From an optimization exercise on the open Yosys and OpenROAD flow, aimed at small area and a short achievable clock period; shortcuts taken in it are not production practice. RTL that was checked went through simulation tests only; none was proved equivalent to the original. Function not checked in runs 6 to 8: the RTL went through the layout flow alone. Power figures rest on the tool's default switching activity, not on a simulated workload.

`constraint.sdc`:
```
create_clock -name core_clock -period 6.0 [get_ports {clk}]
set_input_delay 1.2000 -clock core_clock [delete_from_list [all_inputs] [get_ports {clk}]]
set_output_delay 1.2000 -clock core_clock [all_outputs]
set_load 0.01 [all_outputs]
```
`design.v`:
```
module rld_ecc_enc (
    input  wire [63:0] data,
    output wire [7:0]  check,
    output wire        dpar      
);
    function [64*7-1:0] dpos_table(input integer unused);
        integer p, n;
        begin
            dpos_table = {64*7{1'b0}};
            n = 0;
            for (p = 1; p < 72; p = p + 1)
                if ((p & (p - 1)) != 0) begin
                    dpos_table[7*n +: 7] = p[6:0];
                    n = n + 1;
                end
        end
    endfunction
    localparam [64*7-1:0] DPOS = dpos_table(0);
    function [63:0] row_mask(input integer h);
        integer j;
        begin
            for (j = 0; j < 64; j = j + 1)
                row_mask[j] = (DPOS[7*j+3 +: 4] == h);
        end
    endfunction
    function [63:0] col_mask(input integer l);
        integer j;
        begin
            for (j = 0; j < 64; j = j + 1)
                col_mask[j] = (DPOS[7*j +: 3] == l);
        end
    endfunction
    wire [8:0] row;
    wire [7:0] col;
    genvar g;
    generate
        for (g = 0; g < 9; g = g + 1) begin : g_row
            assign row[g] = ^(data & row_mask(g));
        end
        for (g = 0; g < 8; g = g + 1) begin : g_col
            assign col[g] = ^(data & col_mask(g));
        end
    endgenerate
    wire c37 = col[3] ^ col[7];
    wire c56 = col[5] ^ col[6];
    wire r37 = row[3] ^ row[7];
    wire r56 = row[5] ^ row[6];
    assign check[0] = col[1] ^ col[5] ^ c37;
    assign check[1] = col[2] ^ col[6] ^ c37;
    assign check[2] = col[4] ^ col[7] ^ c56;
    assign check[3] = row[1] ^ row[5] ^ r37;
    assign check[4] = row[2] ^ row[6] ^ r37;
    assign check[5] = row[4] ^ row[7] ^ r56;
    assign check[6] = row[8];
    assign check[7] = (col[0] ^ col[3]) ^ c56 ^
                      (row[1] ^ row[2]) ^ (row[4] ^ row[7]) ^ row[8];
    assign dpar = ((col[0] ^ col[1]) ^ (col[2] ^ col[4])) ^ (c37 ^ c56);
endmodule
module rld_ecc (
    input  wire        clk,
    input  wire        rst,
    input  wire        in_valid,
    input  wire [71:0] in_code,
    input  wire [63:0] in_wdata,
    input  wire [7:0]  in_bmask,
    input  wire        in_wpoison,
    output reg         out_valid,
    output wire [63:0] out_data,
    output wire [71:0] out_code,
    output reg  [1:0]  out_status,
    output reg  [6:0]  out_syn,
    output wire        out_poison
);
    localparam [1:0] ST_CLEAN  = 2'd0;
    localparam [1:0] ST_CORR   = 2'd1;
    localparam [1:0] ST_POISON = 2'd2;
    localparam [1:0] ST_UE     = 2'd3;
    function [64*7-1:0] dpos_table(input integer unused);
        integer p, n;
        begin
            dpos_table = {64*7{1'b0}};
            n = 0;
            for (p = 1; p < 72; p = p + 1)
                if ((p & (p - 1)) != 0) begin
                    dpos_table[7*n +: 7] = p[6:0];
                    n = n + 1;
                end
        end
    endfunction
    localparam [64*7-1:0] DPOS = dpos_table(0);
    function integer part(input integer j);
        part = (DPOS[7*j+3 +: 4] == j / 8) ? 0 : 1;
    endfunction
    wire [63:0] rd_data = in_code[63:0];
    wire [7:0]  rd_recalc;
    wire        rd_dpar;
    rld_ecc_enc u_chk_enc (
        .data  (rd_data),
        .check (rd_recalc),
        .dpar  (rd_dpar)
    );
    wire [6:0] syn    = in_code[70:64] ^ rd_recalc[6:0];
    wire       parity = rd_dpar ^ (^in_code[71:64]);
    reg [63:0] pre;
    integer b;
    always @* begin
        for (b = 0; b < 8; b = b + 1)
            pre[8*b +: 8] = in_bmask[b] ? in_wdata[8*b +: 8] : rd_data[8*b +: 8];
    end
    wire [7:0] pre_check_lo, pre_check_hi;
    wire       pre_dpar_lo_unused, pre_dpar_hi_unused;
    rld_ecc_enc u_wr_enc_lo (
        .data  ({32'd0, pre[31:0]}),
        .check (pre_check_lo),
        .dpar  (pre_dpar_lo_unused)
    );
    rld_ecc_enc u_wr_enc_hi (
        .data  ({pre[63:32], 32'd0}),
        .check (pre_check_hi),
        .dpar  (pre_dpar_hi_unused)
    );
    function [7:0] part_cols(input integer b, input integer k);
        integer jj;
        begin
            part_cols = 8'd0;
            for (jj = 8*b; jj < 8*b + 8; jj = jj + 1)
                if (part(jj) == k)
                    part_cols[DPOS[7*jj +: 3]] = 1'b1;
        end
    endfunction
    function integer part_row(input integer b, input integer k);
        part_row = (b == 0) ? k : b + k;
    endfunction
    wire [7:0] syn_col = 8'd1 << syn[2:0];
    function col_in(input [7:0] cols, input [2:0] c);
        col_in = cols[c];
    endfunction
    reg [15:0] hit;
    integer j, k;
    always @* begin
        for (b = 0; b < 8; b = b + 1)
            for (k = 0; k < 2; k = k + 1)
                hit[2*b + k] = parity && !in_bmask[b] &&
                               (syn[6:3] == part_row(b, k)) &&
                               col_in(part_cols(b, k), syn[2:0]);
    end
    reg [63:0] r_npre;       
    reg [7:0]  r_check_lo, r_check_hi;
    reg [15:0] r_hit;
    reg [7:0]  r_syn_col;    
    reg        r_syn_nz;     
    reg        r_syn_hi;     
    reg        r_parity;
    reg        r_wpoison;    
    reg        r_full;       
    always @(posedge clk) begin
        if (rst)
            out_valid <= 1'b0;
        else
            out_valid <= in_valid;
        r_npre     <= ~pre;
        r_check_lo <= pre_check_lo;
        r_check_hi <= pre_check_hi;
        out_syn    <= syn;
        r_hit      <= hit;
        r_syn_col  <= syn_col;
        r_syn_nz   <= (syn != 7'd0);
        r_syn_hi   <= (syn > 7'd71);
        r_parity   <= parity;
        r_wpoison  <= in_wpoison && (in_bmask != 8'h00);
        r_full     <= (in_bmask == 8'hFF);
    end
    wire [6:0] s = out_syn;
    always @* begin
        if (!r_syn_nz)
            out_status = r_parity ? ST_CORR : ST_CLEAN;
        else if (!r_parity)
            out_status = ST_UE;
        else if (s == 7'h7F)
            out_status = ST_POISON;
        else if (!r_syn_hi)
            out_status = ST_CORR;
        else
            out_status = ST_UE;
    end
    wire bad_word = r_syn_nz && (!r_parity || r_syn_hi);
    assign out_poison = r_wpoison || (bad_word && !r_full);
    reg [63:0] flip;
    always @* begin
        for (j = 0; j < 64; j = j + 1)
            flip[j] = r_hit[2*(j/8) + part(j)] && r_syn_col[DPOS[7*j +: 3]];
    end
    wire applied = |r_hit;
    assign out_data = ~(r_npre ^ flip);
    wire [7:0] r_check = r_check_lo ^ r_check_hi;
    wire [6:0] new_c  = r_check[6:0] ^ (applied ? s : 7'd0) ^ {7{out_poison}};
    wire       new_c7 = r_check[7] ^ (applied & ~(^s));
    assign out_code = {new_c7, new_c, out_data};
endmodule
```
`standard.sh`:
```
#!/bin/bash
# synth_recipe.tcl (not shown) runs the flow's synth.tcl, then flattens the netlist and writes it again
# the make line also repeats each setting of config.mk as NAME=value (left out here)
make -C /OpenROAD-flow-scripts/flow DESIGN_CONFIG=/design/flow/config.mk WORK_HOME=/design/flow/orfs CLKGATE_MAP_FILE= SYNTH_SCRIPT=/design/flow/synth_recipe.tcl "${@:-finish}"
```
`flow/run.sh`:
```
#!/bin/bash
# The standard layout, with two changes in how cells are chosen:
# - the port buffers are buf_1 cells (buffer_ports -buffer_cell);
# - the 3-input XOR/XNOR cells and the 3- and 4-input ORs are added to the platform's don't-use list,
#   so that synthesis builds the XOR trees from 2-input cells, which are
#   faster and smaller here.
# Every tool's output goes to the ORFS logs; make's own output to standard.log.
export BUFFER_PORTS_ARGS="-buffer_cell sky130_fd_sc_hd__buf_1"
EXTRA="sky130_fd_sc_hd__xnor3_1 sky130_fd_sc_hd__xnor3_2 sky130_fd_sc_hd__xnor3_4 sky130_fd_sc_hd__xor3_1 sky130_fd_sc_hd__xor3_2 sky130_fd_sc_hd__xor3_4 sky130_fd_sc_hd__or4_1 sky130_fd_sc_hd__or4_2 sky130_fd_sc_hd__or4_4 sky130_fd_sc_hd__or4b_1 sky130_fd_sc_hd__or4b_2 sky130_fd_sc_hd__or4b_4 sky130_fd_sc_hd__or4bb_1 sky130_fd_sc_hd__or4bb_2 sky130_fd_sc_hd__or4bb_4 sky130_fd_sc_hd__or3_1 sky130_fd_sc_hd__or3_2 sky130_fd_sc_hd__or3_4 sky130_fd_sc_hd__or3b_1 sky130_fd_sc_hd__or3b_2 sky130_fd_sc_hd__or3b_4"
# The platform's own don't-use list (platforms/sky130hd/config.mk).
PLATFORM="sky130_fd_sc_hd__probe_p_8 sky130_fd_sc_hd__probec_p_8 sky130_fd_sc_hd__lpflow_bleeder_1 sky130_fd_sc_hd__lpflow_clkbufkapwr_1 sky130_fd_sc_hd__lpflow_clkbufkapwr_16 sky130_fd_sc_hd__lpflow_clkbufkapwr_2 sky130_fd_sc_hd__lpflow_clkbufkapwr_4 sky130_fd_sc_hd__lpflow_clkbufkapwr_8 sky130_fd_sc_hd__lpflow_clkinvkapwr_1 sky130_fd_sc_hd__lpflow_clkinvkapwr_16 sky130_fd_sc_hd__lpflow_clkinvkapwr_2 sky130_fd_sc_hd__lpflow_clkinvkapwr_4 sky130_fd_sc_hd__lpflow_clkinvkapwr_8 sky130_fd_sc_hd__lpflow_decapkapwr_12 sky130_fd_sc_hd__lpflow_decapkapwr_3 sky130_fd_sc_hd__lpflow_decapkapwr_4 sky130_fd_sc_hd__lpflow_decapkapwr_6 sky130_fd_sc_hd__lpflow_decapkapwr_8 sky130_fd_sc_hd__lpflow_inputiso0n_1 sky130_fd_sc_hd__lpflow_inputiso0p_1 sky130_fd_sc_hd__lpflow_inputiso1n_1 sky130_fd_sc_hd__lpflow_inputiso1p_1 sky130_fd_sc_hd__lpflow_inputisolatch_1 sky130_fd_sc_hd__lpflow_isobufsrc_1 sky130_fd_sc_hd__lpflow_isobufsrc_16 sky130_fd_sc_hd__lpflow_isobufsrc_2 sky130_fd_sc_hd__lpflow_isobufsrc_4 sky130_fd_sc_hd__lpflow_isobufsrc_8 sky130_fd_sc_hd__lpflow_isobufsrckapwr_16 sky130_fd_sc_hd__lpflow_lsbuf_lh_hl_isowell_tap_1 sky130_fd_sc_hd__lpflow_lsbuf_lh_hl_isowell_tap_2 sky130_fd_sc_hd__lpflow_lsbuf_lh_hl_isowell_tap_4 sky130_fd_sc_hd__lpflow_lsbuf_lh_isowell_4 sky130_fd_sc_hd__lpflow_lsbuf_lh_isowell_tap_1 sky130_fd_sc_hd__lpflow_lsbuf_lh_isowell_tap_2 sky130_fd_sc_hd__lpflow_lsbuf_lh_isowell_tap_4"
bash standard.sh "DONT_USE_CELLS=$EXTRA $PLATFORM" finish > standard.log 2>&1
```
`config.mk`:
```
export PLATFORM = sky130hd
export DESIGN_NAME = rld_ecc
export DESIGN_NICKNAME = rld_ecc
export VERILOG_FILES = /design/flow/design.v
export SDC_FILE = /design/flow/constraint.sdc
export NUM_CORES = 4
export LEC_CHECK = 0
export CAP_MARGIN = 20
export CORE_MARGIN = 2
export CORE_UTILIZATION = 40
export CTS_BUF_LIST = sky130_fd_sc_hd__clkbuf_8
export SETUP_SLACK_MARGIN = 2.8
export SLEW_MARGIN = 20
```
==> flow_summary.toml, run 1 <==
[grt]
track_usage_pct = 23.39
grt_overflow = 0
grt_pass1_vias = 5696
grt_max_degree = 17
grt_pass1_wl_um = 34110
antenna_found_initial = 0

[timing]
rsz0062_at_grt = "false"
hold_ws_ns = 0.8908
min_period_ns = 3.109
relSlewSlack_pct = 38.53
slew_violations = 0
final-setup-viol-count = 0
setup_slack_ns = 2.891
fmax_ghz = 0.3217
fin_crit_sh_pct = 51.81
worstMarginPinSlew_ns = 0.9221
fin_tns_setup_ns = 0
final_hold_viol_count = 0

[synthesis]
yosys.area_share.simple_pct = 8.163
synth_adder_area_share_pct = 0.4978
synth_flop_cell = "dfxtp_1"
ys_seq_elements = 116
synth.distinct_cells = 34
yosys_warnings = 1
synthesis.area_mm2 = 0.007541
yosysTopAreaCellShare_pct = 30.79
synth.area.top_cells = "dfxtp_1 (31%), xnor2_1 (29%), xor2_1 (12%)"
synth_top_family_by_area = "XOR/XNOR gates"
synth_compound_area_share_pct = 0.8130
muxShareOfSynthArea_pct = 9.424
synth_xor_area_share_pct = 42.49
yosysTopAreaCell = "dfxtp_1"
synth_cells = 779
ys_seq_area_share_pct = 30.79
avgSynthCellArea_um2 = 9.680
synth.net_count = 930
synth_most_common_cell = "xnor2_1"
synth_common_cells = "xnor2_1 (248), dfxtp_1 (116), xor2_1 (106), nand2_1 (75), mux2i_1 (71)"
synth_edf_count = 0
synth-async-reset-ratio_pct = 0

[clocking]
cts_tree = "yes"
clk_pin_slew_ns = 0.08
hold_buffers = 0
cts_buffers = 17
cts_root_buffer = "clkbuf_8"
clockBufferDepth = 2
htreeDepth = 4
clock_sinks = 116

[floorplan]
core_area_mm2 = 0.01858
rows = 50
initial_utilization_pct = 40.59
ios = 295
die_w_um = 141.3
dieArea_mm2 = 0.01997
die_h_um = 141.3

[drt]
firstDrtPassIters = 4
drt-total-wl_um = 23590
wl_per_cell_um = 18.67
drc = 0
postRouteAntennaNets = 0
viasPerCell = 4.632
dr.first_iter.drc_count = 281
vias = 5855

[hold_path]
hold_depth = 2
min_path_type = "in2reg"
min_to = "out_valid$_SDFF_PP0_"
min_from = "rst"

[final_layout]
drive_above_1_share_pct = 7.670
diodes = 0
fillers = 1838
area_growth_pct = 19.88
fin_nets = 1168

[placed_design]
pre_cts_slack_ns = 2.113
place_congestion = 0.8576
port_buffers = 294
hpwlAfterDp_um = 19540

[pwr]
cellPowerDensity_mw_per_mm2 = 509.0
p_leak_nw = 3.168
ir_drop_mv = 0.3584

[setup_path]
critPathRequiredTime_ns = 6.36
worstPathMaxFanout = 6
critPathKind = "in2reg"
crit_path_end_kind = "register"
critPathArrivalTime_ns = 3.47
startpoint_type = "primary input"

[run_status]
status = "finished clean"

[flow_run]
cap_violations = 0
## final cells by class
type	count	area [um^2]	share of cell area (%)
tap	234	292.8	3.239
timing repair buffer	304	1192	13.19
inverter	6	22.52	0.2491
clock inverter	12	128.9	1.426
multi-input combinational	572	4805	53.15
sequential	116	2323	25.70
clock buffer	20	275.3	3.045
## layer usage
metal	vias to the layer above	GRT usage [%]	share of wire [%]
met3	23	3.982	6.0
met2	233	38.73	48
met4	0	6.158	1.7
met5	-	0	0
li1	2883	-	-
met1	2716	31.69	44
## registers in the layout (all words and copies together) (netlist names)
| signal | count |
|---|---|
| r_syn_nz | 1 |
| r_wpoison | 1 |
| r_syn_hi | 1 |
| r_check_lo | 7 |
| r_parity | 1 |
| r_npre | 64 |
| out_valid | 1 |
| r_hit | 16 |
| r_check_hi | 8 |
| r_full | 1 |
| out_syn | 7 |
| r_syn_col | 8 |
## where the power goes
part	leakage, nW	total, mW	internal (mW)	switching (mW)
clock	0.195	0.748	0.401	0.347
sequential	0.971	1.12	0.949	0.175
combinational	2.00	2.73	1.19	1.54
total	3.17	4.60	2.54	2.06
## placed cells by master (no fill, tap or decap), drive strengths merged
cell type / Yosys / final
nand4: 3 / 3
nand2: 76 / 76
nor3: 8 / 8
mux2i: 71 / 71
nor2: 17 / 17
clkinvlp: 0 / 5
nand4bb: 1 / 1
clkdlybuf4s15: 0 / 1
a31oi: 1 / 1
ha: 3 / 3
o21a: 2 / 2
a21boi: 1 / 1
nor4b: 1 / 1
a21oi: 1 / 1
a22oi: 1 / 1
inv: 6 / 9
xor2: 106 / 106
clkbuf: 12 / 26
nand3b: 1 / 1
xnor2: 253 / 253
buf: 73 / 297
o2111ai: 1 / 1
and4: 1 / 1
and2: 1 / 1
nor2b: 4 / 4
nor4: 13 / 13
bufinv: 0 / 2
nand2b: 3 / 3
clkinv: 0 / 2
nand3: 3 / 3
dfxtp: 116 / 116
## logic make-up (layout without fill, tap and decap cells)
logic type,Yosys count,in the layout
multiplexers,71,71
adder cells (fa/ha/maj),3,3
AND/OR/NAND/NOR,132,132
buffers and inverters,91,342
XOR/XNOR,359,359
AO/OA/AOI/OAI,7,7
flip-flops,116,116
## per-stage QoR
stage          cell area [um^2]  util (%)  total power, mW  std cells
6_report                   9040     48.65            4.602       1264
5_1_grt                    9040     48.65            4.895       1264
4_1_cts                    8848     47.62            4.394       1257
3_5_place_dp               8371     45.05            3.579       1222
3_3_place_gp               8371     45.05            3.561       1222
2_1_floorplan              7541         -            2.987        779
## what timing repair did
item,4_1_cts,5_1_grt
setup endpoints to repair,22,29
pin swaps,2,8
setup buffers,3,7
resized for setup,7,28
cloned,0,0
endpoints found under the hold margin,0,0
## critical path, stage by stage
cell,delay (ns)
buf_1,0.26
xnor2_1,0.21
xnor2_1,0.17
xnor2_1,0.15
xnor2_1,0.10
xnor2_1,0.41
xnor2_2,0.21
xnor2_4,0.33
o2111ai_4,0.22
nor3_1,0.20
## how the worst max path moves through the flow
stage	endpoint	slack, ns	from	cells past startpoint
6_report	r_hit[13]$_DFF_P_	2.89	in_code[26]	10
5_1_grt	r_check_hi[7]$_DFF_P_	2.79	in_bmask[7]	8
4_1_cts	out_code[70]	2.80	r_hit[9]$_DFF_P_	6
3_5_place_dp	r_hit[3]$_DFF_P_	2.11	in_code[52]	10
3_3_place_gp	r_hit[3]$_DFF_P_	2.24	in_code[52]	10
2_1_floorplan	r_hit[7]$_DFF_P_	2.85	in_code[40]	9
==> inputs of run 2 (changes only) <==
--- a/config.mk
+++ b/config.mk
@@ -9,3 +9,3 @@
 export CORE_MARGIN = 2
-export CORE_UTILIZATION = 40
+export CORE_UTILIZATION = 30
 export CTS_BUF_LIST = sky130_fd_sc_hd__clkbuf_8
==> flow_summary.toml, run 2 <==
[floorplan]
die_w_um = 162.5
ios = 295
dieArea_mm2 = 0.02642
initial_utilization_pct = 30.21
rows = 58
die_h_um = 162.5
core_area_mm2 = 0.02496

[final_layout]
largest_register_ffs = 64
stdcell_area_mm2 = 0.009205
final_common_cell = "buf_1"
diodes = 0
drive_above_1_share_pct = 8.527
fillers = 2629
regMostFlops = "r_npre"
layout_common_cells = "buf_1 (280), xnor2_1 (238), dfxtp_1 (115)"
seq_area_mm2 = 0.002323
fin_nets = 1170
multi_input_area_mm2 = 0.004771
reg_top3 = "r_npre (64), r_hit (16)"
area_growth_pct = 22.07

[synthesis]
synth.net_count = 930
synth_common_cells = "xnor2_1 (248), dfxtp_1 (116), xor2_1 (106), nand2_1 (75), mux2i_1 (71)"
synth_edf_count = 0
synth.distinct_cells = 34
muxShareOfSynthArea_pct = 9.424
synth_compound_area_share_pct = 0.8130
yosys.area_share.simple_pct = 8.163
synth_top_family_by_area = "XOR/XNOR gates"
synth_cells = 779
ys_seq_area_share_pct = 30.79
ys_seq_elements = 116
yosys_warnings = 1
synthesis.area_mm2 = 0.007541
synth_adder_area_share_pct = 0.4978
synth_most_common_cell = "xnor2_1"
synth.area.top_cells = "dfxtp_1 (31%), xnor2_1 (29%), xor2_1 (12%)"
synth_xor_area_share_pct = 42.49
yosysTopAreaCellShare_pct = 30.79
synth_flop_cell = "dfxtp_1"
synth-async-reset-ratio_pct = 0
avgSynthCellArea_um2 = 9.680
yosysTopAreaCell = "dfxtp_1"

[grt]
antenna_found_initial = 0
grt_overflow = 0
track_usage_pct = 18.70
grt_max_degree = 17
grt_pass1_wl_um = 35410
grt_pass1_vias = 5728

[pwr]
ir_drop_mv = 0.3253
p_sw_share_pct = 43.89
internal_power_mw = 2.670
p_seq_share_pct = 23.5
combPwrFrac_pct = 58.7
p_leak_nw = 3.224
clkPwrFrac_pct = 17.7
net-switching-power_mw = 2.089
cellPowerDensity_mw_per_mm2 = 516.9

[placed_design]
hpwlAfterDp_um = 21330
port_buffers = 294
placed_cell_area_mm2 = 0.008498
place_congestion = 0.8820

[timing]
final-setup-viol-count = 0
worstMarginPinSlew_ns = 0.7370
fin_tns_setup_ns = 0
relSlewSlack_pct = 49.46
slew_violations = 0
hold_ws_ns = 0.9044
fmax_ghz = 0.3124
final_hold_viol_count = 0
rsz0062_at_grt = "false"
fin_crit_sh_pct = 53.35
min_period_ns = 3.201

[drt]
postRouteAntennaNets = 0
viasPerCell = 4.330
drt-total-wl_um = 25360
wl_per_cell_um = 18.62
vias = 5897
drc = 0
dr.first_iter.drc_count = 282
firstDrtPassIters = 4

[setup_path]
critPathRequiredTime_ns = 6.36
critPathKind = "in2reg"
crit_path_end_kind = "register"
startpoint_type = "primary input"
worstPathMaxFanout = 5
critPathArrivalTime_ns = 3.56

[clocking]
cts_root_buffer = "clkbuf_8"
cts_buffers = 17
clock_sinks = 116
clockBufferDepth = 2
cts_tree = "yes"
htreeDepth = 4
clk_pin_slew_ns = 0.07

[run_status]
status = "finished clean"

[flow_run]
cap_violations = 0

[hold_path]
min_to = "out_valid$_SDFF_PP0_"
min_from = "rst"
min_path_type = "in2reg"
hold_depth = 2
## run 2: changes by cell type in the layout (fill, tap and decap cells not counted), moves of 2 or more
cell,delta
nor4_4,-2
nor4_2,+2
clkinv_4,+2
inv_6,+3
clkinvlp_4,-4
buf_4,+2
clkinv_2,-2
buf_1,-7
bufinv_16,+2
clkbuf_2,+8
## run 2: per-stage QoR
stage	total power [mW]	utilization (%)	setup WS, ns	std cells
after floorplan	2.987	-	2.850	779
after global placement	3.626	34.04	2.267	1319
after detailed placement	3.638	34.04	2.188	1319
after CTS	4.556	36.22	2.801	1354
after global routing	5.042	36.87	2.758	1362
final	4.758	36.87	2.799	1362
## run 2: timing repair
action / CTS / global route
hold buffers: 0 / 0
pin swaps: 3 / 11
resized for setup: 8 / 34
setup buffers: 3 / 8
setup endpoints to repair: 21 / 26
## run 2: area by class of cell
type / instances / area share [%]
multi-input combinational: 572 / 51.83
sequential: 116 / 25.24
timing repair buffer: 306 / 13.16
tap: 330 / 4.486
clock buffer: 20 / 2.990
clock inverter: 12 / 2.052
inverter: 6 / 0.2447
## run 2: routing by layer
metal | routed length (um) | up-vias | track usage [%] | part of all wire (%)
met1 | 11110 | 2759 | 23.63 | 44
li1 | - | 2886 | - | -
met2 | 12180 | 208 | 31.10 | 48
met4 | 835 | 0 | 7.884 | 3.3
met3 | 1241 | 44 | 3.718 | 4.9
met5 | 0 | - | 0 | 0
## run 2: cell families after synthesis
| kind of cell | after synthesis |
|---|---|
| AOI/OAI and AO/OA | 7 |
| xor gates and xnor gates | 359 |
| adders and majority gates | 3 |
| buffers and inverters | 91 |
| DFF | 116 |
| muxes | 71 |
| and+or+nand+nor | 132 |
## run 2: power by group through the flow
stage / combinational [mW] / sequential (mW) / clock, mW
after global placement: 2.49 / 1.14 / 0
after floorplan: 1.95 / 1.04 / 0
after global routing: 3.02 / 1.14 / 0.888
after detailed placement: 2.50 / 1.14 / 0
after CTS: 2.58 / 1.12 / 0.856
final: 2.80 / 1.12 / 0.843
## run 2: how the worst max path moves through the flow
| stage | endpoint | slack, ns | cells after the start | from |
|---|---|---|---|---|
| floorplan | r_hit[7]$_DFF_P_ | 2.85 | 9 | in_code[40] |
| global route | r_hit[1]$_DFF_P_ | 2.76 | 10 | in_code[31] |
| detailed placement | r_hit[3]$_DFF_P_ | 2.19 | 10 | in_code[36] |
| CTS | out_code[64] | 2.80 | 6 | r_hit[13]$_DFF_P_ |
| global placement | r_hit[3]$_DFF_P_ | 2.27 | 10 | in_code[36] |
| finish | r_hit[10]$_DFF_P_ | 2.80 | 10 | in_code[31] |
## run 2: worst max-delay path: stages
cell and delay, ns:
buf_1 0.42, xnor2_1 0.25, xnor2_1 0.18, xnor2_1 0.22
xnor2_1 0.18, xnor2_1 0.12, xnor2_1 0.44, nand2_1 0.08
nand4bb_1 0.29, nor3_1 0.18
==> inputs of run 3 (changes only) <==
--- a/config.mk
+++ b/config.mk
@@ -7,7 +7,7 @@
 export LEC_CHECK = 0
-export CAP_MARGIN = 20
+export CAP_MARGIN = 5
 export CORE_MARGIN = 2
-export CORE_UTILIZATION = 30
+export CORE_UTILIZATION = 40
 export CTS_BUF_LIST = sky130_fd_sc_hd__clkbuf_8
 export SETUP_SLACK_MARGIN = 2.8
-export SLEW_MARGIN = 20
+export SLEW_MARGIN = 5
==> flow_summary.toml, run 3 <==
[run_status]
status = "finished clean"

[drt]
firstDrtPassIters = 4
drc = 0
wl_per_cell_um = 18.67
postRouteAntennaNets = 0
dr.first_iter.drc_count = 281
vias = 5855
viasPerCell = 4.632
drt-total-wl_um = 23590

[clocking]
cts_buffers = 17
htreeDepth = 4
cts_tree = "yes"
cts_root_buffer = "clkbuf_8"
clock_sinks = 116
clk_pin_slew_ns = 0.08
clockBufferDepth = 2
hold_buffers = 0

[synthesis]
synth.area.top_cells = "dfxtp_1 (31%), xnor2_1 (29%), xor2_1 (12%)"
yosys_warnings = 1
ys_seq_elements = 116
synthesis.area_mm2 = 0.007541
synth.distinct_cells = 34
avgSynthCellArea_um2 = 9.680
yosysTopAreaCellShare_pct = 30.79
synth_flop_cell = "dfxtp_1"
synth-async-reset-ratio_pct = 0
synth_common_cells = "xnor2_1 (248), dfxtp_1 (116), xor2_1 (106), nand2_1 (75), mux2i_1 (71)"
synth.net_count = 930
ys_seq_area_share_pct = 30.79
synth_edf_count = 0
yosysTopAreaCell = "dfxtp_1"
synth_cells = 779
synth_most_common_cell = "xnor2_1"

[timing]
relSlewSlack_pct = 38.53
rsz0062_at_grt = "false"
final-setup-viol-count = 0
slew_violations = 0
fmax_ghz = 0.3217
min_period_ns = 3.109
fin_tns_setup_ns = 0
hold_ws_ns = 0.8908
fin_crit_sh_pct = 51.81
final_hold_viol_count = 0
worstMarginPinSlew_ns = 0.9221

[pwr]
p_seq_share_pct = 24.4
internal_power_mw = 2.542
p_total_mw = 4.602
net-switching-power_mw = 2.060
p_leak_nw = 3.168
p_sw_share_pct = 44.77
cellPowerDensity_mw_per_mm2 = 509.0
combPwrFrac_pct = 59.3
ir_drop_mv = 0.3584
clkPwrFrac_pct = 16.2

[final_layout]
seq_area_mm2 = 0.002323
fin_nets = 1168
final_util_pct = 48.65
reg_top3 = "r_npre (64), r_hit (16)"
drive_above_1_share_pct = 7.670
layout_common_cells = "buf_1 (287), xnor2_1 (239), dfxtp_1 (115)"
largest_register_ffs = 64
regMostFlops = "r_npre"
final_common_cell = "buf_1"
area_growth_pct = 19.88
fillers = 1838
stdcell_count = 1264
multi_input_area_mm2 = 0.004805
diodes = 0

[grt]
antenna_found_initial = 0
track_usage_pct = 23.39
grt_pass1_vias = 5696
grt_max_degree = 17
grt_pass1_wl_um = 34110
grt_overflow = 0

[floorplan]
die_h_um = 141.3
initial_utilization_pct = 40.59
ios = 295
dieArea_mm2 = 0.01997
core_area_mm2 = 0.01858
die_w_um = 141.3
rows = 50

[setup_path]
critPathKind = "in2reg"
crit_path_end_kind = "register"
critPathRequiredTime_ns = 6.36
critPathArrivalTime_ns = 3.47
worstPathMaxFanout = 6
startpoint_type = "primary input"

[placed_design]
place_inst = 1222
port_buffers = 294
place_congestion = 0.8576
hpwlAfterDp_um = 19540

[hold_path]
min_path_type = "in2reg"

[flow_run]
cap_violations = 0
[run 3: cell counts after synthesis]
Identical to the previous run, type by type.
[run 3: cells by family (layout without fill, tap and decap cells)]
family	count (synthesis)	after routing	share of synthesized area (%)
buf+inv	91	342	7.815
xor+xnor	359	359	42.49
fa+ha+maj	3	3	0.4978
simple gates	132	132	8.163
flops	116	116	30.79
compound gates	7	7	0.8129
mux	71	71	9.424
[run 3: per-stage QoR]
stage | instance area [um^2] | worst slack (ns)
2_1_floorplan | 7541 | 2.850
3_3_place_gp | 8371 | 2.236
3_5_place_dp | 8371 | 2.113
4_1_cts | 8848 | 2.796
5_1_grt | 9040 | 2.792
6_report | 9040 | 2.891
[run 3: critical path, cell delays in order]
cell       delay (ns)
buf_1            0.26
xnor2_1          0.21
xnor2_1          0.17
xnor2_1          0.15
xnor2_1          0.10
xnor2_1          0.41
xnor2_2          0.21
xnor2_4          0.33
o2111ai_4        0.22
nor3_1           0.20
[run 3: layout make-up]
| type | count | share of cell area [%] |
|---|---|---|
| Multi-Input combinational cell | 572 | 53.15 |
| Sequential cell | 116 | 25.70 |
| Timing Repair Buffer | 304 | 13.19 |
| Tap cell | 234 | 3.239 |
| Clock buffer | 20 | 3.045 |
| Clock inverter | 12 | 1.426 |
| Inverter | 6 | 0.2491 |
[run 3: power groups by stage]
| stage | Combinational (mW) | Sequential (mW) | Clock (mW) |
|---|---|---|---|
| after floorplan | 1.95 | 1.04 | 0 |
| after CTS | 2.52 | 1.12 | 0.751 |
| after global routing | 2.97 | 1.14 | 0.784 |
| final | 2.73 | 1.12 | 0.748 |
| after detailed placement | 2.44 | 1.14 | 0 |
| after global placement | 2.43 | 1.13 | 0 |
[run 3: repair_timing]
action / in CTS / in global routing
buffers inserted: 3 / 7
gates resized for setup: 7 / 28
setup endpoints to repair: 22 / 29
pin swaps: 2 / 8
[run 3: routing by layer]
metal  GRT usage (%)  part of all wire (%)  routed length (um)
met1           31.69                    44               10360
met2           38.73                    48               11420
met3           3.982                   6.0                1417
met4           6.158                   1.7                 400
met5               0                     0                   0
[run 3: path summary, 6_finish.rpt]
kind	end	cells past startpoint	slack (ns)	start
worst min-delay path	out_valid$_SDFF_PP0_	2	0.89	rst
worst max-delay path	r_hit[13]$_DFF_P_	10	2.89	in_code[26]
==> inputs of run 4 (changes only) <==
--- a/config.mk
+++ b/config.mk
@@ -7,3 +7,3 @@
 export LEC_CHECK = 0
-export CAP_MARGIN = 5
+export CAP_MARGIN = 20
 export CORE_MARGIN = 2
@@ -11,3 +11,5 @@
 export CTS_BUF_LIST = sky130_fd_sc_hd__clkbuf_8
+export GPL_ROUTABILITY_DRIVEN = 0
 export SETUP_SLACK_MARGIN = 2.8
-export SLEW_MARGIN = 5
+export SLEW_MARGIN = 20
+export TNS_END_PERCENT = 100
==> flow_summary.toml, run 4 <==
[run_status]
status = "finished clean"

[drt]
firstDrtPassIters = 4
drt-total-wl_um = 23590
viasPerCell = 4.632
postRouteAntennaNets = 0
drc = 0
dr.first_iter.drc_count = 281
vias = 5855
wl_per_cell_um = 18.67

[final_layout]
layout_common_cells = "buf_1 (287), xnor2_1 (239), dfxtp_1 (115)"
multi_input_area_mm2 = 0.004805
reg_top3 = "r_npre (64), r_hit (16)"
fin_nets = 1168
seq_area_mm2 = 0.002323
largest_register_ffs = 64
final_common_cell = "buf_1"
stdcell_area_mm2 = 0.009040
regMostFlops = "r_npre"
stdcell_count = 1264
diodes = 0
final_util_pct = 48.65
fillers = 1838
drive_above_1_share_pct = 7.670
area_growth_pct = 19.88

[synthesis]
synth_cells = 779
ys_seq_elements = 116
synth.distinct_cells = 34
synth_compound_area_share_pct = 0.8130
synth.net_count = 930
synth_adder_area_share_pct = 0.4978
synth_common_cells = "xnor2_1 (248), dfxtp_1 (116), xor2_1 (106), nand2_1 (75), mux2i_1 (71)"
yosys_warnings = 1
synth_xor_area_share_pct = 42.49
synth_edf_count = 0
muxShareOfSynthArea_pct = 9.424
yosysTopAreaCell = "dfxtp_1"
synth_flop_cell = "dfxtp_1"
synthesis.area_mm2 = 0.007541
synth-async-reset-ratio_pct = 0
avgSynthCellArea_um2 = 9.680
ys_seq_area_share_pct = 30.79
synth.area.top_cells = "dfxtp_1 (31%), xnor2_1 (29%), xor2_1 (12%)"
synth_top_family_by_area = "XOR/XNOR gates"
yosys.area_share.simple_pct = 8.163
synth_most_common_cell = "xnor2_1"
yosysTopAreaCellShare_pct = 30.79

[setup_path]
worstPathMaxFanout = 6
crit_path_end_kind = "register"
critPathKind = "in2reg"
critPathArrivalTime_ns = 3.47
startpoint_type = "primary input"
critPathRequiredTime_ns = 6.36

[timing]
slew_violations = 0
setup_slack_ns = 2.891
relSlewSlack_pct = 38.53
fmax_ghz = 0.3217
final-setup-viol-count = 0
fin_tns_setup_ns = 0
fin_crit_sh_pct = 51.81
min_period_ns = 3.109
rsz0062_at_grt = "false"
final_hold_viol_count = 0
hold_ws_ns = 0.8908
worstMarginPinSlew_ns = 0.9221

[floorplan]
ios = 295
die_h_um = 141.3
die_w_um = 141.3
rows = 50
initial_utilization_pct = 40.59
core_area_mm2 = 0.01858
dieArea_mm2 = 0.01997

[hold_path]
min_path_type = "in2reg"

[clocking]
cts_buffers = 17
clk_pin_slew_ns = 0.08
htreeDepth = 4
cts_tree = "yes"
hold_buffers = 0
clock_sinks = 116
cts_root_buffer = "clkbuf_8"
clockBufferDepth = 2

[pwr]
cellPowerDensity_mw_per_mm2 = 509.0
p_total_mw = 4.602
ir_drop_mv = 0.3584
p_leak_nw = 3.168

[grt]
grt_max_degree = 17
antenna_found_initial = 0
grt_pass1_wl_um = 34110
track_usage_pct = 23.39
grt_overflow = 0
grt_pass1_vias = 5696

[placed_design]
port_buffers = 294
placed_cell_area_mm2 = 0.008371
hpwlAfterDp_um = 19540
place_inst = 1222
pre_cts_slack_ns = 2.113

[flow_run]
cap_violations = 0
run 4: cell families (layout without fill, tap and decap cells):
logic type	count (synthesis)	in the layout
xor+xnor	359	359
simple gates	132	132
flops	116	116
buf+inv	91	342
mux	71	71
compound gates	7	7
fa+ha+maj	3	3
run 4: layout make-up:
class	count	area share (%)
clock buffers	20	3.045
clock inverters	12	1.426
inverters	6	0.2491
multi-input cells	572	53.15
flip-flops and latches	116	25.70
well taps	234	3.239
repair buffers	304	13.19
run 4: repair_timing:
| action | CTS | global route |
|---|---|---|
| endpoints found under the setup margin | 22 | 29 |
| pin swaps | 2 | 8 |
| buffers inserted | 3 | 7 |
| gates resized for setup | 7 | 28 |
run 4: layer usage:
metal  up-vias  GRT usage, %  wire length, um  part of all wire, %
met5         -             0                0                    0
met4         0         6.158              400                  1.7
met3        23         3.982             1417                  6.0
met2       233         38.73            11420                   48
met1      2716         31.69            10360                   44
li1       2883             -                -                    -
run 4: power breakdown:
part           internal, mW  switching, mW  leakage (nW)
registers             0.949          0.175         0.971
clock network         0.401          0.347         0.195
logic                  1.19           1.54          2.00
run 4: final timing paths:
| kind | slack [ns] | cells after the start | startpoint | endpoint |
|---|---|---|---|---|
| max | 2.89 | 10 | in_code[26] | r_hit[13]$_DFF_P_ |
| min | 0.89 | 2 | rst | out_valid$_SDFF_PP0_ |
run 4: worst max-delay path: stages:
cell	delay [ns]
buf_1	0.26
xnor2_1	0.21
xnor2_1	0.17
xnor2_1	0.15
xnor2_1	0.10
xnor2_1	0.41
xnor2_2	0.21
xnor2_4	0.33
o2111ai_4	0.22
nor3_1	0.20
==> inputs of run 5 (changes only) <==
--- a/config.mk
+++ b/config.mk
@@ -11,5 +11,3 @@
 export CTS_BUF_LIST = sky130_fd_sc_hd__clkbuf_8
-export GPL_ROUTABILITY_DRIVEN = 0
-export SETUP_SLACK_MARGIN = 2.8
+export SETUP_SLACK_MARGIN = 2.85
 export SLEW_MARGIN = 20
-export TNS_END_PERCENT = 100
==> flow_summary.toml, run 5 <==
[final_layout]
largest_register_ffs = 64
final_common_cell = "buf_1"
final_util_pct = 49.45
area_growth_pct = 21.85
fin_nets = 1179
layout_common_cells = "buf_1 (280), xnor2_1 (234), dfxtp_1 (113)"
drive_above_1_share_pct = 9.808
diodes = 0
reg_top3 = "r_npre (64), r_hit (16)"
stdcell_area_mm2 = 0.009189
stdcell_count = 1274
regMostFlops = "r_npre"

[floorplan]
dieArea_mm2 = 0.01997
ios = 295
initial_utilization_pct = 40.59
die_w_um = 141.3
core_area_mm2 = 0.01858
die_h_um = 141.3
rows = 50

[clocking]
clock_sinks = 116
hold_buffers = 0
clockBufferDepth = 2
clk_pin_slew_ns = 0.08
cts_tree = "yes"
cts_root_buffer = "clkbuf_8"
htreeDepth = 4
cts_buffers = 17

[drt]
firstDrtPassIters = 4
dr.first_iter.drc_count = 323
viasPerCell = 4.599
postRouteAntennaNets = 0
drc = 0
drt-total-wl_um = 23750
wl_per_cell_um = 18.65
vias = 5859

[grt]
grt_overflow = 0
grt_pass1_vias = 5787
track_usage_pct = 23.46
antenna_found_initial = 0
grt_pass1_wl_um = 34180
grt_max_degree = 17

[synthesis]
ys_seq_elements = 116
yosysTopAreaCell = "dfxtp_1"
yosys_warnings = 1
yosysTopAreaCellShare_pct = 30.79
avgSynthCellArea_um2 = 9.680
synthesis.area_mm2 = 0.007541
synth_edf_count = 0
synth-async-reset-ratio_pct = 0
synth_flop_cell = "dfxtp_1"
synth.area.top_cells = "dfxtp_1 (31%), xnor2_1 (29%), xor2_1 (12%)"
synth.distinct_cells = 34
synth_cells = 779
synth_common_cells = "xnor2_1 (248), dfxtp_1 (116), xor2_1 (106), nand2_1 (75), mux2i_1 (71)"
synth_most_common_cell = "xnor2_1"
ys_seq_area_share_pct = 30.79
synth.net_count = 930

[flow_run]
cap_violations = 0

[placed_design]
hpwlAfterDp_um = 19450
port_buffers = 294
placed_cell_area_mm2 = 0.008386
place_inst = 1223
place_congestion = 0.8662

[timing]
hold_ws_ns = 0.8860
slew_violations = 0
rsz0062_at_grt = "true"
relSlewSlack_pct = 40.15
min_period_ns = 3.117
worstMarginPinSlew_ns = 0.8978
final_hold_viol_count = 0
final-setup-viol-count = 0
fin_tns_setup_ns = 0
fmax_ghz = 0.3208
fin_crit_sh_pct = 51.95

[setup_path]
crit_chain = "buf_1, xnor2_1, xnor2_1, xnor2_1, xnor2_1, xnor2_1, xnor2_1, nand2_1, nand4bb_4, nor3_1"
startpoint_type = "primary input"
worstPathMaxFanout = 5
critPathKind = "in2reg"
critPathRequiredTime_ns = 6.36
crit_path_top_delay_cell = "xnor2_1"
max_stage_delay_ns = 0.49
cpMostUsedCell = "xnor2_1"
critPathArrivalTime_ns = 3.48
crit_path_end_kind = "register"

[hold_path]
min_path_type = "in2reg"
hold_depth = 2

[pwr]
p_leak_nw = 3.292
ir_drop_mv = 0.3579
cellPowerDensity_mw_per_mm2 = 522.5

[run_status]
status = "finished clean"
[run 5: worst paths after layout]
check,from,end,slack (ns)
worst min-delay path,rst,out_valid$_SDFF_PP0_,0.89
worst max-delay path,in_code[47],r_hit[8]$_DFF_P_,2.88
[run 5: power breakdown]
part	switching, mW	internal [mW]	total (mW)
sequential	0.179	0.950	1.13
clock	0.328	0.381	0.710
combinational	1.59	1.37	2.96
total	2.10	2.70	4.80
[run 5: critical path: cells and delay by family]
kind	cells	cell delay [ns]
xor+xnor	6	1.42
simple gates	3	0.59
buf+inv	1	0.28
[run 5: final cells by class]
class / instances / area, um^2
Tap cell: 234 / 292.8
Multi-Input combinational cell: 572 / 4867
Inverter: 6 / 22.52
Fill cell: 1813 / 9392
Sequential cell: 116 / 2326
Clock buffer: 19 / 261.5
Timing Repair Buffer: 315 / 1304
Clock inverter: 12 / 115.1
[run 5: logic make-up after synthesis]
logic type	count (synthesis)	share of synthesized area (%)
simple gates	132	8.163
flops	116	30.79
buf+inv	91	7.815
fa+ha+maj	3	0.4978
mux	71	9.424
xor+xnor	359	42.49
compound gates	7	0.8129
[run 5: per-layer routing]
layer	vias to the layer above	part of all wire (%)	global-route usage [%]
met4	0	3.0	10.05
met1	2717	45	32.15
met5	-	0	0
met3	41	5.2	3.746
met2	204	47	36.74
li1	2897	-	-
[run 5: metrics by stage]
stage               power [mW]  setup slack [ns]
global placement         3.573             2.223
CTS                      4.442             2.853
finish                   4.801             2.883
global route             5.076             2.785
floorplan                2.995             2.906
detailed placement       3.588             2.204
[run 5: timing repair]
action | in CTS | in global routing
gates resized for setup | 13 | 40
endpoints found under the setup margin | 23 | 29
buffers inserted | 6 | 14
pin swaps | 4 | 14
gates cloned | 0 | 0
==> inputs of run 6 (changes only) <==
--- a/design.v
+++ b/design.v
@@ -133,3 +133,2 @@
     endfunction
-    wire [7:0] syn_col = 8'd1 << syn[2:0];
     function col_in(input [7:0] cols, input [2:0] c);
@@ -149,3 +148,2 @@
     reg [15:0] r_hit;
-    reg [7:0]  r_syn_col;    
     reg        r_syn_nz;     
@@ -165,3 +163,2 @@
         r_hit      <= hit;
-        r_syn_col  <= syn_col;
         r_syn_nz   <= (syn != 7'd0);
@@ -190,3 +187,3 @@
         for (j = 0; j < 64; j = j + 1)
-            flip[j] = r_hit[2*(j/8) + part(j)] && r_syn_col[DPOS[7*j +: 3]];
+            flip[j] = r_hit[2*(j/8) + part(j)] && (s[2:0] == DPOS[7*j +: 3]);
     end
--- a/config.mk
+++ b/config.mk
@@ -10,4 +10,3 @@
 export CORE_UTILIZATION = 40
-export CTS_BUF_LIST = sky130_fd_sc_hd__clkbuf_8
-export SETUP_SLACK_MARGIN = 2.85
+export SETUP_SLACK_MARGIN = 2.8
 export SLEW_MARGIN = 20
==> flow_summary.toml, run 6 <==
[floorplan]
ios = 295
core_area_mm2 = 0.01871
die_h_um = 141.8
rows = 50
dieArea_mm2 = 0.02012
die_w_um = 141.8
initial_utilization_pct = 40.63

[synthesis]
synth_edf_count = 0
yosysTopAreaCell = "xnor2_1"
yosysTopAreaCellShare_pct = 28.47
synth.distinct_cells = 40
synth_common_cells = "xnor2_1 (247), dfxtp_1 (108), xor2_1 (105), nand2_1 (75), mux2i_1 (67)"
synth_most_common_cell = "xnor2_1"
ys_seq_elements = 108
synth-async-reset-ratio_pct = 0
synthesis.area_mm2 = 0.007600
synth.area.top_cells = "xnor2_1 (28%), dfxtp_1 (28%), xor2_1 (12%)"
ys_seq_area_share_pct = 28.45
synth_cells = 786
yosys_warnings = 1
synth.net_count = 940
avgSynthCellArea_um2 = 9.669
synth_flop_cell = "dfxtp_1"

[hold_path]
min_path_type = "in2reg"

[drt]
firstDrtPassIters = 4
wl_per_cell_um = 20.10
drt-total-wl_um = 25380
drc = 0
viasPerCell = 4.769
postRouteAntennaNets = 0
vias = 6023
dr.first_iter.drc_count = 255

[final_layout]
layout_common_cells = "buf_1 (263), xnor2_1 (203), dfxtp_1 (103)"
stdcell_count = 1263
largest_register_ffs = 64
fin_nets = 1178
area_growth_pct = 26.72
reg_top3 = "r_npre (64), r_hit (16), r_check_hi (8)"
final_common_cell = "buf_1"
fillers = 1786
regMostFlops = "r_npre"
diodes = 0
drive_above_1_share_pct = 16.03

[placed_design]
place_inst = 1232
hpwlAfterDp_um = 20750
place_congestion = 0.8928
pre_cts_slack_ns = 2.022
port_buffers = 294

[timing]
setup_slack_ns = 2.763
fin_crit_sh_pct = 53.95
min_period_ns = 3.237
fin_tns_setup_ns = 0
worstMarginPinSlew_ns = 0.9269
relSlewSlack_pct = 37.76
slew_violations = 0
fmax_ghz = 0.3089
rsz0062_at_grt = "true"
final-setup-viol-count = 0
final_hold_viol_count = 0

[setup_path]
crit_path_end_kind = "register"
critPathArrivalTime_ns = 3.52
cpMostUsedCell = "xnor2_2"
critPathRequiredTime_ns = 6.28
crit_path_top_delay_cell = "nor4b_4"
max_stage_delay_ns = 0.33
startpoint_type = "primary input"
worstPathMaxFanout = 7
critPathKind = "in2reg"
crit_chain = "buf_1, xnor2_2, xnor2_2, xnor2_1, xnor2_2, xnor2_2, xor2_2, xor2_2, buf_4, nand3b_4, nor4b_4"

[clocking]
htreeDepth = 3
clock_sinks = 108
clk_pin_slew_ns = 0.08
cts_root_buffer = "clkbuf_16"
clockBufferDepth = 2
hold_buffers = 0
cts_tree = "yes"
cts_buffers = 9

[grt]
grt_max_degree = 18
grt_pass1_wl_um = 35400
track_usage_pct = 24.44
antenna_found_initial = 0
grt_overflow = 0
grt_pass1_vias = 5773

[pwr]
p_total_mw = 4.849
cellPowerDensity_mw_per_mm2 = 503.5
p_leak_nw = 3.491
ir_drop_mv = 0.2798

[run_status]
status = "finished clean"

[flow_run]
cap_violations = 0
==> run 6: final timing paths <==
path,startpoint,endpoint,slack (ns),cells after the start
min,rst,out_valid$_SDFF_PP0_,0.98,2
max,in_code[54],r_hit[3]$_DFF_P_,2.76,11
==> run 6: kinds of logic after synthesis <==
kind of cell               synth area share, %
AOI/OAI and AO/OA                        1.235
xor gates and xnor gates                 42.85
adders and majority gates                1.136
buffers and inverters                    7.771
DFF                                      28.45
muxes                                    9.269
and+or+nand+nor                          9.286
==> run 6: final cells by class <==
class	instances	area [um^2]	share of cell area (%)
multi-input combinational	587	5513	57.24
sequential	108	2173	22.57
timing repair buffer	312	1318	13.68
tap	234	292.8	3.040
clock buffer	12	256.5	2.663
clock inverter	4	55.05	0.5717
inverter	6	22.52	0.2339
==> run 6: through the flow <==
step | hold WS (ns) | area, um^2 | utilization, %
2_1_floorplan | 1.272 | 7649 | -
3_3_place_gp | 1.355 | 8499 | 45.44
3_5_place_dp | 1.362 | 8499 | 45.44
4_1_cts | 0.9675 | 9148 | 48.90
5_1_grt | 0.9905 | 9630 | 51.48
6_report | 0.9774 | 9630 | 51.48
==> run 6: what timing repair did <==
item / CTS / global route
resized for setup: 52 / 88
pin swaps: 10 / 20
setup buffers: 11 / 4
hold endpoints to repair: 0 / 0
setup endpoints to repair: 146 / 88
==> run 6: worst max-delay path, delay by kind of cell <==
| kind | cells | cell delay, ns |
|---|---|---|
| buffers and inverters | 2 | 0.28 |
| xor gates and xnor gates | 7 | 1.54 |
| and+or+nand+nor | 2 | 0.50 |
==> run 6: routing by layer <==
metal | part of all wire, % | track usage (%)
met1 | 42 | 30.58
met2 | 50 | 43.31
met3 | 5.9 | 4.759
met4 | 2.2 | 5.895
met5 | 0 | 0
==> run 6: power breakdown <==
group          internal, mW  switching [mW]
clock                 0.350           0.290
combinational          1.42            1.77
sequential            0.882           0.137
total                  2.65            2.20
==> inputs of run 7 (changes only) <==
--- a/design.v
+++ b/design.v
@@ -133,2 +133,3 @@
     endfunction
+    wire [7:0] syn_col = 8'd1 << syn[2:0];
     function col_in(input [7:0] cols, input [2:0] c);
@@ -141,3 +142,3 @@
             for (k = 0; k < 2; k = k + 1)
-                hit[2*b + k] = parity && !in_bmask[b] &&
+                hit[2*b + k] = !in_bmask[b] &&
                                (syn[6:3] == part_row(b, k)) &&
@@ -148,2 +149,3 @@
     reg [15:0] r_hit;
+    reg [7:0]  r_syn_col;    
     reg        r_syn_nz;     
@@ -163,2 +165,3 @@
         r_hit      <= hit;
+        r_syn_col  <= syn_col;
         r_syn_nz   <= (syn != 7'd0);
@@ -187,5 +190,5 @@
         for (j = 0; j < 64; j = j + 1)
-            flip[j] = r_hit[2*(j/8) + part(j)] && (s[2:0] == DPOS[7*j +: 3]);
+            flip[j] = r_parity && r_hit[2*(j/8) + part(j)] && r_syn_col[DPOS[7*j +: 3]];
     end
-    wire applied = |r_hit;
+    wire applied = r_parity && |r_hit;
     assign out_data = ~(r_npre ^ flip);
--- a/config.mk
+++ b/config.mk
@@ -10,2 +10,3 @@
 export CORE_UTILIZATION = 40
+export CTS_BUF_LIST = sky130_fd_sc_hd__clkbuf_8
 export SETUP_SLACK_MARGIN = 2.8
==> flow_summary.toml, run 7 <==
[synthesis]
synth.net_count = 975
yosys_warnings = 1
synth_edf_count = 0
muxShareOfSynthArea_pct = 9.373
synth_compound_area_share_pct = 2.685
synth_adder_area_share_pct = 0.4766
synth_flop_cell = "dfxtp_1"
synth_most_common_cell = "xnor2_1"
ys_seq_area_share_pct = 29.48
synth.area.top_cells = "dfxtp_1 (29%), xnor2_1 (27%), xor2_1 (12%)"
yosysTopAreaCell = "dfxtp_1"
synth_common_cells = "xnor2_1 (246), dfxtp_1 (116), xor2_1 (109), mux2i_1 (70), nand2_1 (70)"
synth_xor_area_share_pct = 41.06
yosysTopAreaCellShare_pct = 29.48
synth.distinct_cells = 49
avgSynthCellArea_um2 = 9.559
synth-async-reset-ratio_pct = 0
synth_cells = 824
ys_seq_elements = 116
yosys.area_share.simple_pct = 9.023
synth_top_family_by_area = "XOR/XNOR gates"
synthesis.area_mm2 = 0.007876

[placed_design]
placed_cell_area_mm2 = 0.008738
place_inst = 1294
port_buffers = 294
pre_cts_slack_ns = 2.151
hpwlAfterDp_um = 20750
place_congestion = 0.9317

[drt]
drt-total-wl_um = 25150
wl_per_cell_um = 18.88
firstDrtPassIters = 5
drc = 0
vias = 6239
postRouteAntennaNets = 0
viasPerCell = 4.684
dr.first_iter.drc_count = 314

[timing]
fmax_ghz = 0.3164
final_hold_viol_count = 0
final-setup-viol-count = 0
fin_crit_sh_pct = 52.67
setup_slack_ns = 2.840
slew_violations = 0
min_period_ns = 3.160
relSlewSlack_pct = 41.38
fin_tns_setup_ns = 0
rsz0062_at_grt = "true"
worstMarginPinSlew_ns = 0.8793
hold_ws_ns = 0.8870

[final_layout]
stdcell_area_mm2 = 0.009479
fin_nets = 1205
diodes = 0
regMostFlops = "r_npre"
largest_register_ffs = 64
stdcell_count = 1332
area_growth_pct = 20.35
layout_common_cells = "buf_1 (285), xnor2_1 (237), dfxtp_1 (116)"
drive_above_1_share_pct = 8.435
reg_top3 = "r_npre (64), r_hit (16)"
final_common_cell = "buf_1"
final_util_pct = 48.86

[clocking]
clockBufferDepth = 2
clock_sinks = 116
cts_tree = "yes"
htreeDepth = 4
clk_pin_slew_ns = 0.08
cts_root_buffer = "clkbuf_8"
hold_buffers = 0
cts_buffers = 17

[setup_path]
crit_path_top_delay_cell = "mux2_4"
critPathRequiredTime_ns = 6.37
crit_chain = "buf_1, xnor2_1, xnor2_1, xnor2_1, xnor2_2, xnor2_2, buf_4, mux2_4, a211o_1, a211oi_2"
worstPathMaxFanout = 8
crit_path_end_kind = "register"
max_stage_delay_ns = 0.36
startpoint_type = "primary input"
cpMostUsedCell = "xnor2_1"
critPathArrivalTime_ns = 3.53
critPathKind = "in2reg"

[hold_path]
hold_depth = 2
min_from = "rst"
min_to = "out_valid$_SDFF_PP0_"
min_path_type = "in2reg"

[floorplan]
ios = 295
core_area_mm2 = 0.01940
die_h_um = 144.3
dieArea_mm2 = 0.02083
rows = 51
initial_utilization_pct = 40.60
die_w_um = 144.3

[grt]
track_usage_pct = 23.95
grt_pass1_vias = 5851
grt_pass1_wl_um = 35750
grt_overflow = 0
antenna_found_initial = 0
grt_max_degree = 29

[pwr]
p_leak_nw = 3.342
ir_drop_mv = 0.2709
p_total_mw = 4.465
cellPowerDensity_mw_per_mm2 = 471.0

[run_status]
status = "finished clean"

[flow_run]
cap_violations = 0
-- run 7: power breakdown --
part,switching (mW),leakage (nW),internal [mW]
registers,0.158,0.970,0.947
clock network,0.357,0.232,0.482
logic,1.45,2.14,1.08
total,1.96,3.34,2.50
-- run 7: layer usage --
metal	routed length, um	vias up	track usage, %
met2	12210	228	39.14
met1	11120	2934	32.91
met5	0	-	0
met3	1434	27	3.344
met4	390	0	7.052
li1	-	3050	-
-- run 7: layout make-up --
| type | instances | area (um^2) |
|---|---|---|
| inverter | 9 | 33.78 |
| multi-input combinational | 609 | 5155 |
| fill | 1971 | 9920 |
| tap | 265 | 331.6 |
| clock inverter | 13 | 195.2 |
| timing repair buffer | 301 | 1180 |
| clock buffer | 19 | 261.5 |
| sequential | 116 | 2322 |
-- run 7: critical path: cells and delay by family --
family,cells,cell delay (ns)
XOR/XNOR,5,1.09
AO/OA/AOI/OAI,2,0.56
multiplexers,1,0.36
buffers and inverters,2,0.31
-- run 7: cells by family (layout without fill, tap and decap cells) --
family                     Yosys count  after routing
and+or+nand+nor                    146            146
muxes                               72             72
AOI/OAI and AO/OA                   26             26
xor gates and xnor gates           362            362
adders and majority gates            3              3
DFF                                116            116
buffers and inverters               99            342
-- run 7: worst max path at each step --
stage	from	to
floorplan	in_code[62]	r_hit[1]$_DFF_P_
global placement	in_code[41]	r_hit[7]$_DFF_P_
detailed placement	in_code[54]	r_hit[7]$_DFF_P_
CTS	in_code[41]	r_hit[7]$_DFF_P_
global route	in_code[43]	r_hit[5]$_DFF_P_
finish	in_code[29]	r_hit[1]$_DFF_P_
-- run 7: what timing repair did --
action | in CTS | in global routing
buffers inserted | 2 | 4
pin swaps | 2 | 5
endpoints found under the setup margin | 90 | 88
gates resized for setup | 17 | 32
==> inputs of run 8 (changes only) <==
--- a/design.v
+++ b/design.v
@@ -109,13 +109,8 @@
     end
-    wire [7:0] pre_check_lo, pre_check_hi;
-    wire       pre_dpar_lo_unused, pre_dpar_hi_unused;
-    rld_ecc_enc u_wr_enc_lo (
-        .data  ({32'd0, pre[31:0]}),
-        .check (pre_check_lo),
-        .dpar  (pre_dpar_lo_unused)
-    );
-    rld_ecc_enc u_wr_enc_hi (
-        .data  ({pre[63:32], 32'd0}),
-        .check (pre_check_hi),
-        .dpar  (pre_dpar_hi_unused)
+    wire [7:0] pre_check;
+    wire       pre_dpar_unused;
+    rld_ecc_enc u_wr_enc (
+        .data  (pre),
+        .check (pre_check),
+        .dpar  (pre_dpar_unused)
     );
@@ -142,3 +137,3 @@
             for (k = 0; k < 2; k = k + 1)
-                hit[2*b + k] = !in_bmask[b] &&
+                hit[2*b + k] = parity && !in_bmask[b] &&
                                (syn[6:3] == part_row(b, k)) &&
@@ -147,3 +142,3 @@
     reg [63:0] r_npre;       
-    reg [7:0]  r_check_lo, r_check_hi;
+    reg [7:0]  r_check;
     reg [15:0] r_hit;
@@ -161,4 +156,3 @@
         r_npre     <= ~pre;
-        r_check_lo <= pre_check_lo;
-        r_check_hi <= pre_check_hi;
+        r_check    <= pre_check;
         out_syn    <= syn;
@@ -190,7 +184,6 @@
         for (j = 0; j < 64; j = j + 1)
-            flip[j] = r_parity && r_hit[2*(j/8) + part(j)] && r_syn_col[DPOS[7*j +: 3]];
+            flip[j] = r_hit[2*(j/8) + part(j)] && r_syn_col[DPOS[7*j +: 3]];
     end
-    wire applied = r_parity && |r_hit;
+    wire applied = |r_hit;
     assign out_data = ~(r_npre ^ flip);
-    wire [7:0] r_check = r_check_lo ^ r_check_hi;
     wire [6:0] new_c  = r_check[6:0] ^ (applied ? s : 7'd0) ^ {7{out_poison}};
--- a/config.mk
+++ b/config.mk
@@ -10,4 +10,3 @@
 export CORE_UTILIZATION = 40
-export CTS_BUF_LIST = sky130_fd_sc_hd__clkbuf_8
-export SETUP_SLACK_MARGIN = 2.8
+export SETUP_SLACK_MARGIN = 2.5
 export SLEW_MARGIN = 20
==> flow_summary.toml, run 8 <==
[run_status]
status = "finished clean"

[clocking]
cts_root_buffer = "clkbuf_16"
clockBufferDepth = 2
cts_buffers = 9
clk_pin_slew_ns = 0.08
cts_tree = "yes"
clock_sinks = 109
htreeDepth = 3
hold_buffers = 0

[synthesis]
ys_seq_area_share_pct = 29.56
synth_edf_count = 0
avgSynthCellArea_um2 = 9.392
yosysTopAreaCell = "dfxtp_1"
synth_flop_cell = "dfxtp_1"
synth_common_cells = "xnor2_1 (248), dfxtp_1 (109), xor2_1 (104), nand2_1 (76), mux2i_1 (70)"
ys_seq_elements = 109
synth.net_count = 937
synth_cells = 786
synth.distinct_cells = 34
synthesis.area_mm2 = 0.007382
synth-async-reset-ratio_pct = 0
yosysTopAreaCellShare_pct = 29.56
yosys_warnings = 1
synth.area.top_cells = "dfxtp_1 (30%), xnor2_1 (29%), xor2_1 (12%)"
synth_most_common_cell = "xnor2_1"

[final_layout]
area_growth_pct = 17.71
stdcell_area_mm2 = 0.008690
reg_top3 = "r_npre (64), r_hit (16)"
drive_above_1_share_pct = 5.621
regMostFlops = "r_npre"
final_util_pct = 48.21
largest_register_ffs = 64
diodes = 0
layout_common_cells = "buf_1 (286), xnor2_1 (237), dfxtp_1 (109)"
final_common_cell = "buf_1"
fin_nets = 1160

[hold_path]
min_path_type = "in2reg"
hold_depth = 2

[setup_path]
critPathRequiredTime_ns = 6.29
critPathArrivalTime_ns = 3.79
startpoint_type = "primary input"
critical_path.top_delay_family = "XOR/XNOR gates"
critPathKind = "in2reg"
path_buf_inv = 1
crit_path_top_delay_cell = "clkdlybuf4s15_1"
cp_num_cells = 8
crit_path_end_kind = "register"
crit_chain = "clkdlybuf4s15_1, mux2i_1, xnor2_1, xnor2_1, xnor2_1, xnor2_1, xor2_1, xor2_1"
max_stage_delay_ns = 0.66
cpMostUsedCell = "xnor2_1"
worstPathMaxFanout = 12

[floorplan]
initial_utilization_pct = 40.96
die_w_um = 139.9
rows = 49
ios = 295
dieArea_mm2 = 0.01956
die_h_um = 139.9
core_area_mm2 = 0.01802

[drt]
wl_met1_um = 11210
vias = 5988
wl_per_cell_um = 20.83
routed-wl-met2_um = 11840
firstDrtPassIters = 5
highest_layer = "met4"
dr.first_iter.drc_count = 375
wl_met3_um = 2019
drc = 0
postRouteAntennaNets = 0
drt-total-wl_um = 25890
viasPerCell = 4.817

[timing]
rsz0062_at_grt = "false"
hold_ws_ns = 0.9827
relSlewSlack_pct = 48.75
fin_crit_sh_pct = 58.22
fmax_ghz = 0.2863
final_hold_viol_count = 0
final-setup-viol-count = 0
slew_violations = 0
fin_tns_setup_ns = 0
min_period_ns = 3.493
worstMarginPinSlew_ns = 0.7687
setup_slack_ns = 2.507

[grt]
grt_overflow = 0
antenna_found_initial = 0
track_usage_pct = 25.63
grt_pass1_wl_um = 36380
grt_max_degree = 20
grt_pass1_vias = 5708

[pwr]
internal_power_mw = 2.364
p_leak_nw = 2.998
p_sw_share_pct = 46.17
ir_drop_mv = 0.3430
cellPowerDensity_mw_per_mm2 = 505.3
net-switching-power_mw = 2.027
clkPwrFrac_pct = 14.5
combPwrFrac_pct = 61.7
p_seq_share_pct = 23.7

[placed_design]
port_buffers = 294
pre_cts_slack_ns = 1.618
place_congestion = 0.9277
hpwlAfterDp_um = 21610
placed_cell_area_mm2 = 0.008180

[flow_run]
cap_violations = 0
==> run 8: cell types whose count changed in the layout (fill, tap and decap cells not counted), sizes merged, moves of 5 or more <==
cell / delta
xor2: -5
nand2: +6
dfxtp: -7
clkbuf: -13
nand3: -21
nor3: +10
nor4: +5
nor2: +11
==> run 8: power groups by stage <==
stage	Clock, mW	Sequential, mW	Combinational [mW]
finish	0.638	1.04	2.71
global route	0.670	1.05	2.91
CTS	0.639	1.04	2.56
detailed placement	0	1.06	2.39
global placement	0	1.05	2.39
floorplan	0	0.962	1.88
==> run 8: repair_timing <==
action	in CTS	in global routing
endpoints found under the hold margin	0	0
setup buffers	5	1
pin swaps	2	1
endpoints found under the setup margin	20	28
gates resized for setup	13	19
==> run 8: logic make-up (layout without fill, tap and decap cells) <==
kind of cell / after synthesis / in the layout / share of synthesized area, %
buf+inv: 94 / 322 / 8.322
compound gates: 12 / 12 / 0.9321
simple gates: 144 / 144 / 8.983
mux: 70 / 70 / 9.491
xor+xnor: 354 / 354 / 42.20
flops: 109 / 109 / 29.56
fa+ha+maj: 3 / 3 / 0.5085
==> run 8: cell type report <==
type / count / area (um^2)
inverters: 6 / 22.52
flip-flops and latches: 109 / 2182
clock inverters: 7 / 82.58
fillers: 1810 / 9335
multi-input cells: 583 / 4710
repair buffers: 300 / 1181
well taps: 229 / 286.5
clock buffers: 9 / 225.2
==> run 8: per-stage QoR <==
step	power [mW]	std cells
finish	4.391	1243
global route	4.632	1243
CTS	4.241	1242
detailed placement	3.451	1221
global placement	3.442	1221
floorplan	2.840	786
==> run 8: layer usage <==
layer / GRT usage [%] / up-vias
li1: - / 2871
met4: 9.158 / 0
met5: 0 / -
met3: 5.437 / 41
met2: 40.67 / 327
met1: 34.44 / 2749
==> run 8: final timing paths <==
path	startpoint	endpoint	slack [ns]
max	in_bmask[5]	r_check[7]$_DFF_P_	2.51
min	rst	out_valid$_SDFF_PP0_	0.98

[afterwards: timing with drivers on the ports]
How much do the figures lean on ideal ports? The routed layouts below were timed once more, with nothing changed but the port constraints.
Step 1 assumes that a clkbuf_16 drives the clock port and a buf_2 every other input.
Step 2, shift: input delay + t, output delay - t, t = (earliest + latest rising clock arrival at the registers) / 2. This alone moves slack from input paths to output paths.
Slacks: no drivers / after step 1 / after step 2; pairs: no drivers / after step 1.
run | t, ns | setup slack, ns | worst setup path after step 2 | worst register clock-pin slew, ns | pins driven straight from the clock port
run 1 | 0.478 | 2.891 / 2.888 / 2.428 | input to register | 0.08 / 0.08 | 1
run 2 | 0.484 | 2.799 / 2.819 / 2.335 | input to register | 0.08 / 0.08 | 1
run 3 | 0.478 | 2.891 / 2.888 / 2.428 | input to register | 0.08 / 0.08 | 1
run 4 | 0.478 | 2.891 / 2.888 / 2.428 | input to register | 0.08 / 0.08 | 1
run 5 | 0.490 | 2.883 / 2.902 / 2.412 | input to register | 0.08 / 0.08 | 1
run 6 | 0.399 | 2.763 / 2.785 / 2.386 | input to register | 0.08 / 0.08 | 1
run 7 | 0.483 | 2.840 / 2.856 / 2.373 | input to register | 0.08 / 0.08 | 1
run 8 | 0.411 | 2.507 / 2.526 / 2.115 | input to register | 0.09 / 0.09 | 1
After both steps setup and hold are still met in every run listed. The setup slack of run 5, which loses most, moves by +0.019 ns with the drivers and by -0.471 ns with both steps.
